This is an optimization exercise on Yosys and OpenROAD, whose aim is small area, a short achievable clock period and few clock cycles, not a production implementation.
The RTL was checked by simulation tests, not by an equivalence proof against the original design.
Power is estimated from default activity; no workload was simulated.

== north ==
==> flow/design.v <==
module pred_expand (
    input  wire        clk,
    input  wire        rst,
    input  wire        cmd_valid,
    output wire        cmd_ready,
    input  wire [14:0] cmd_size,
    input  wire        in_valid,
    output wire        in_ready,
    input  wire [7:0]  in_data,
    input  wire        in_last,
    output wire        out_valid,
    input  wire        out_ready,
    output wire [7:0]  out_data,
    output wire        done_valid,
    output wire        done_err
);
    reg st_idle, st_hdr, st_res, st_zero, st_end, st_done;
    reg [14:0] remain;       
    reg [5:0]  opos;         
    reg        emit_d;
    reg [2:0]  pred;
    reg [2:0]  k;
    reg        c;
    reg        seen_last;
    reg        err;
    reg [31:0] bbuf;         
    reg [5:0]  rp;           
    reg [2:0]  wp;           
    wire [5:0] bcnt = {wp, 3'd0} - rp;    
    reg        t_valid;
    reg [8:0]  t_u;
    reg        o_valid;
    reg [7:0]  o_data;
    reg [7:0]  hist [1:7];
    wire o_free  = !o_valid || out_ready;
    wire x_take  = t_valid && o_free;
    wire t_free  = !t_valid || o_free;
    wire active  = st_hdr || st_res || st_zero;
    wire [2:0] slots = wp - rp[5:3];
    wire [3:0] rpk7  = {1'b0, rp[2:0]} + {1'b0, k};
    wire room_ext    = (st_res && (rpk7 >= 4'd7)) || (st_hdr && (rp[2:0] >= 3'd5));
    wire t_free_reg  = !t_valid || !o_valid;
    wire rdy_base    = !seen_last && ((active && !slots[2]) || st_end);
    wire rdy_if_free = !seen_last && active && room_ext;
    wire rdy_now     = rdy_base || (rdy_if_free && t_free_reg);
    assign in_ready  = rdy_now || (rdy_if_free && out_ready);
    wire in_fire = in_valid && in_ready;
    wire [31:0] r1 = rp[0] ? {bbuf[0],    bbuf[31:1]}  : bbuf;
    wire [31:0] r2 = rp[1] ? {r1[1:0],    r1[31:2]}    : r1;
    wire [31:0] r3 = rp[2] ? {r2[3:0],    r2[31:4]}    : r2;
    wire [31:0] r4 = rp[3] ? {r3[7:0],    r3[31:8]}    : r3;
    wire [23:0] w  = rp[4] ? {r4[7:0],    r4[31:16]}   : r4[23:0];
    reg  [15:0] ones;        
    reg  [15:0] zoh;         
    reg  [6:0]  fw;          
    integer i, j;
    always @(*) begin
        for (j = 0; j < 16; j = j + 1)
            ones[j] = &(w[15:0] | ~({16{1'b1}} >> (15 - j)));
        zoh[0] = !w[0];
        for (j = 1; j < 16; j = j + 1)
            zoh[j] = !w[j] && ones[j-1];
        for (i = 0; i < 7; i = i + 1) begin
            fw[i] = 1'b0;
            for (j = 0; j < 16; j = j + 1)
                fw[i] = fw[i] | (zoh[j] & w[j + 1 + i]);
        end
    end
    wire        esc = ones[15];
    wire [3:0]  z;
    assign z[3] = ones[7];
    assign z[2] = (ones[3] && !ones[7]) || ones[11];
    assign z[1] = (ones[1] && !ones[3]) || (ones[5] && !ones[7]) ||
                  (ones[9] && !ones[11]) || ones[13];
    assign z[0] = (ones[0] && !ones[1]) || (ones[2] && !ones[3]) ||
                  (ones[4] && !ones[5]) || (ones[6] && !ones[7]) ||
                  (ones[8] && !ones[9]) || (ones[10] && !ones[11]) ||
                  (ones[12] && !ones[13]) || ones[14];
    reg  [8:0]  u_n;
    always @(*) begin
        for (i = 0; i < 9; i = i + 1)
            u_n[i] = (i < k) ? fw[i] : (i - k < 4) ? z[i - k] : 1'b0;
    end
    wire [7:0]  u_e    = w[23:16];
    wire [8:0]  u9     = esc ? {1'b0, u_e} : u_n;
    wire [6:0]  bck    = {1'b0, bcnt} - 7'd1 - {4'd0, k};
    reg  [15:0] zm;          
    always @(*) begin
        for (j = 0; j < 16; j = j + 1)
            zm[j] = !bck[6] && (bck[5:0] >= j[5:0]);
    end
    wire        have_n = |(~w[15:0] & zm);
    wire        have_e = (bcnt >= 6'd24);
    wire        have_r = have_n || (esc && have_e);
    reg  [7:0]  above_k, from_km1;
    always @(*) begin
        for (j = 0; j < 8; j = j + 1) begin
            above_k[j]  = (j > k);
            from_km1[j] = (j + 1 >= k);
        end
    end
    wire        grow   = esc ? |(u_e & above_k) : (w[0] && w[1]);
    wire        shrink = (k != 3'd0) && (esc ? !(|(u_e & from_km1)) : (!w[0] && !w[k]));
    wire [2:0]  k_inc  = (k == 3'd7) ? 3'd7 : k + 3'd1;
    wire [2:0]  k_dec  = k - 3'd1;
    wire [2:0]  k_next = grow ? k_inc : (shrink && c) ? k_dec : k;
    wire        c_next = shrink && !c && !grow;
    wire        hdr_zero = (w[2:0] == 3'd7);
    wire        have_h   = hdr_zero ? (bcnt >= 6'd3) : (bcnt >= 6'd6);
    wire act_hdr = st_hdr  && t_free;
    wire act_res = st_res  && t_free;
    wire act_zer = st_zero && t_free;
    wire take_h  = act_hdr && have_h;
    wire take_r  = act_res && have_r;
    wire starved = ((act_hdr && !have_h) || (act_res && !have_r)) && seen_last;
    wire emit    = take_r || act_zer;
    wire last_job    = emit_d ? (remain == 15'd2) : (remain == 15'd1);
    wire last_stripe = emit_d ? (opos == 6'd62)   : (opos == 6'd63);
    wire [5:0] rpk    = rp + 6'd1 + {3'd0, k};
    wire [5:0] rz3    = z[3] ? rpk + 6'd8 : rpk;
    wire [5:0] rz2    = z[2] ? rz3 + 6'd4 : rz3;
    wire [5:0] rz1    = z[1] ? rz2 + 6'd2 : rz2;
    wire [5:0] rz0    = z[0] ? rz1 + 6'd1 : rz1;
    wire [5:0] rp_res = esc ? rp + 6'd24 : rz0;
    wire [5:0] rp_hdr = rp + (hdr_zero ? 6'd3 : 6'd6);
    reg [7:0] pa;
    always @(*) begin
        case (pred)
            3'd0:    pa = o_data;
            3'd1:    pa = hist[1];
            3'd2:    pa = hist[3];
            3'd3:    pa = hist[7];
            3'd4:    pa = {o_data[6:0], 1'b0};
            default: pa = 8'd0;
        endcase
    end
    wire       p4  = (pred == 3'd4);
    wire [7:0] pb  = p4 ? ~hist[1] : 8'd0;
    wire [7:0] r   = t_u[8:1] ^ {8{t_u[0]}};
    wire [7:0] cs  = pa ^ pb ^ r;
    wire [7:0] cc  = (pa & pb) | (pa & r) | (pb & r);
    wire [7:0] cb  = {cc[6:0], p4};
    wire [4:0] slo = {1'b0, cs[3:0]} + {1'b0, cb[3:0]};
    wire [3:0] sh0 = cs[7:4] + cb[7:4];
    wire [3:0] sh1 = cs[7:4] + cb[7:4] + 4'd1;
    wire [7:0] sum = {slo[4] ? sh1 : sh0, slo[3:0]};
    reg  [7:0] x;
    always @(*) begin
        case (pred)
            3'd5:    x = t_u[7:0] ^ hist[7];
            3'd7:    x = 8'd0;
            default: x = sum;
        endcase
    end
    assign out_valid  = o_valid;
    assign out_data   = o_data;
    assign cmd_ready  = st_idle;
    assign done_valid = st_done;
    assign done_err   = err;
    integer n;
    always @(posedge clk) begin
        if (in_fire) begin
            case (wp[1:0])
                2'd0: bbuf[7:0]   <= in_data;
                2'd1: bbuf[15:8]  <= in_data;
                2'd2: bbuf[23:16] <= in_data;
                default: bbuf[31:24] <= in_data;
            endcase
        end
        if (t_free) t_u <= u9;
        if (x_take) begin
            o_data  <= x;
            hist[1] <= o_data;
            for (n = 2; n < 8; n = n + 1) hist[n] <= hist[n-1];
        end
        if (rst) begin
            st_idle   <= 1'b1;
            st_hdr    <= 1'b0;
            st_res    <= 1'b0;
            st_zero   <= 1'b0;
            st_end    <= 1'b0;
            st_done   <= 1'b0;
            pred      <= 3'd0;
            k         <= 3'd0;
            c         <= 1'b0;
            t_valid   <= 1'b0;
            o_valid   <= 1'b0;
        end else begin
            if (take_r)      rp <= rp_res;
            else if (take_h) rp <= rp_hdr;
            wp <= wp + {2'b0, in_fire};
            if (in_fire && in_last) seen_last <= 1'b1;
            if (emit)        t_valid <= 1'b1;
            else if (x_take) t_valid <= 1'b0;
            if (x_take)         o_valid <= 1'b1;
            else if (out_ready) o_valid <= 1'b0;
            if (take_h) begin
                pred <= w[2:0];
                k    <= w[5:3];
                c    <= 1'b0;
            end
            if (take_r) begin
                k <= k_next;
                c <= c_next;
            end
            emit_d <= emit;
            if (emit_d) begin
                remain <= remain - 15'd1;
                opos   <= opos + 6'd1;
            end
            if (st_idle && cmd_valid) begin
                st_idle <= 1'b0;
                st_hdr  <= 1'b1;
                remain  <= cmd_size;
            end
            if (take_h) begin
                st_hdr  <= 1'b0;
                st_zero <= hdr_zero;
                st_res  <= !hdr_zero;
            end
            if (emit && (last_job || last_stripe)) begin
                st_res  <= 1'b0;
                st_zero <= 1'b0;
                st_end  <= last_job;
                st_hdr  <= !last_job;
            end
            if (starved) begin
                err     <= 1'b1;
                st_hdr  <= 1'b0;
                st_res  <= 1'b0;
                st_end  <= 1'b1;
            end
            if (st_end && seen_last && !t_valid && o_free) begin
                st_end  <= 1'b0;
                st_done <= 1'b1;
            end
            if (st_done) begin
                st_done <= 1'b0;
                st_idle <= 1'b1;
            end
        end
        if (rst || st_idle) begin
            opos      <= 6'd0;
            emit_d    <= 1'b0;
            rp        <= 6'd0;
            wp        <= 3'd0;
            seen_last <= 1'b0;
            err       <= 1'b0;
            o_data    <= 8'd0;
            for (n = 1; n < 8; n = n + 1) hist[n] <= 8'd0;
        end
    end
endmodule
clock: 6.5 ns
lec_check: 0
abc_area: 1
cap_margin: 20
core_margin: 2
core_utilization: 40
place_density: 0.6
setup_slack_margin: 2.25
slew_margin: 20
run.sh (not shown) runs the stock make flow with config.mk's settings and CLKGATE_MAP_FILE= SYNTH_SCRIPT=/design/flow/synth_recipe.tcl, a recipe that flattens the netlist after the stock synthesis.
Testbench counts of north, summed over its fixed seeds: cycles 409,183.
The inputs of south differ from those of north as listed below.
Settings: PLACE_DENSITY changed from 0.6 to 0.7; SETUP_SLACK_MARGIN changed from 2.25 to 2.5.
--- outcome ---
- south: no failed stages, no open violations at the end
- Taking north as the reference point, the worst-margin pin slew of south falls by 180 ps.
- Setup slack in south is larger than in north.
- As far as final total negative setup slack goes, north and south are indistinguishable; the numbers are identical.
- Delta (south minus north): fraction of area in multi-input gates decreased 0.89 points; average wire length per cell after detail routing went down by 0.061 um.
- End of the critical path: in_ready -> south, rp[2] -> north
- The startpoint of the most critical setup path comes out out_ready in one run and rp[0] in the other, namely in south and north respectively.
- north has a higher final worst-path cycle share than south.
Input changes introduced in east (baseline for comparison: south):
Settings: changing PLACE_DENSITY from 0.7 to 0.6.
Results
Compared with south, in east final area was more or less identical; flip-flop and latch area saw little to no change; area added between synthesis and finish now sits at about the same level; total design power decreased by about 1.8% relative to the old numbers; worst setup slack now sits higher. Summary — multi-input logic portion of the cell area, east relative to south: higher, by 0.58 points. Compared with south, east shows a higher wire length of the first global-routing pass. STATUS worst slack on hold paths: east loses against south. Total iterations of the first detailed-routing run: east < south.
Edits applied to the flow inputs when going from east to west:
Settings: SETUP_SLACK_MARGIN now 2.75, was 2.5.
Findings:
- The final layouts of west and east pass the timing, design-rule and antenna checks.
- NOTE: non-clock inverter total of the final layout in west exceeds that of east
- In west, the final cell count came out about 1.4% above the value in east.
- Total net switching power: higher on west
- Between west and east, the ratio of cells with drive above 1 in the final layout is lower for east.

-- separate check: timing with driven ports --
The flow's constraints put no driver on any port. The routed layouts listed below were extracted and timed again, unchanged, in two steps.
Step 1 assumes that a clkbuf_16 drives the clock port and a buf_2 every other input.
Step 2 moves the port delays by t, midway between the first and last clock arrival at a register: inputs arrive t later, outputs are due t later. That takes back most of the time a late clock gives input paths.
Slacks: ideal / step 1 / step 2; pairs: ideal / step 1.
run	t, ns	setup WS [ns]	worst slew at a driven data input, ns
north	0.491	2.420 / 2.420 / 2.420	0.04
south	0.484	2.653 / 2.634 / 2.634	0.04
east	0.488	2.679 / 2.654 / 2.654	0.04
west	0.492	2.832 / 2.804 / 2.804	0.04
After both steps every run listed still meets setup and hold. For west, which loses most, drivers alone change the setup slack by -0.028 ns; drivers and shift together by -0.028 ns.
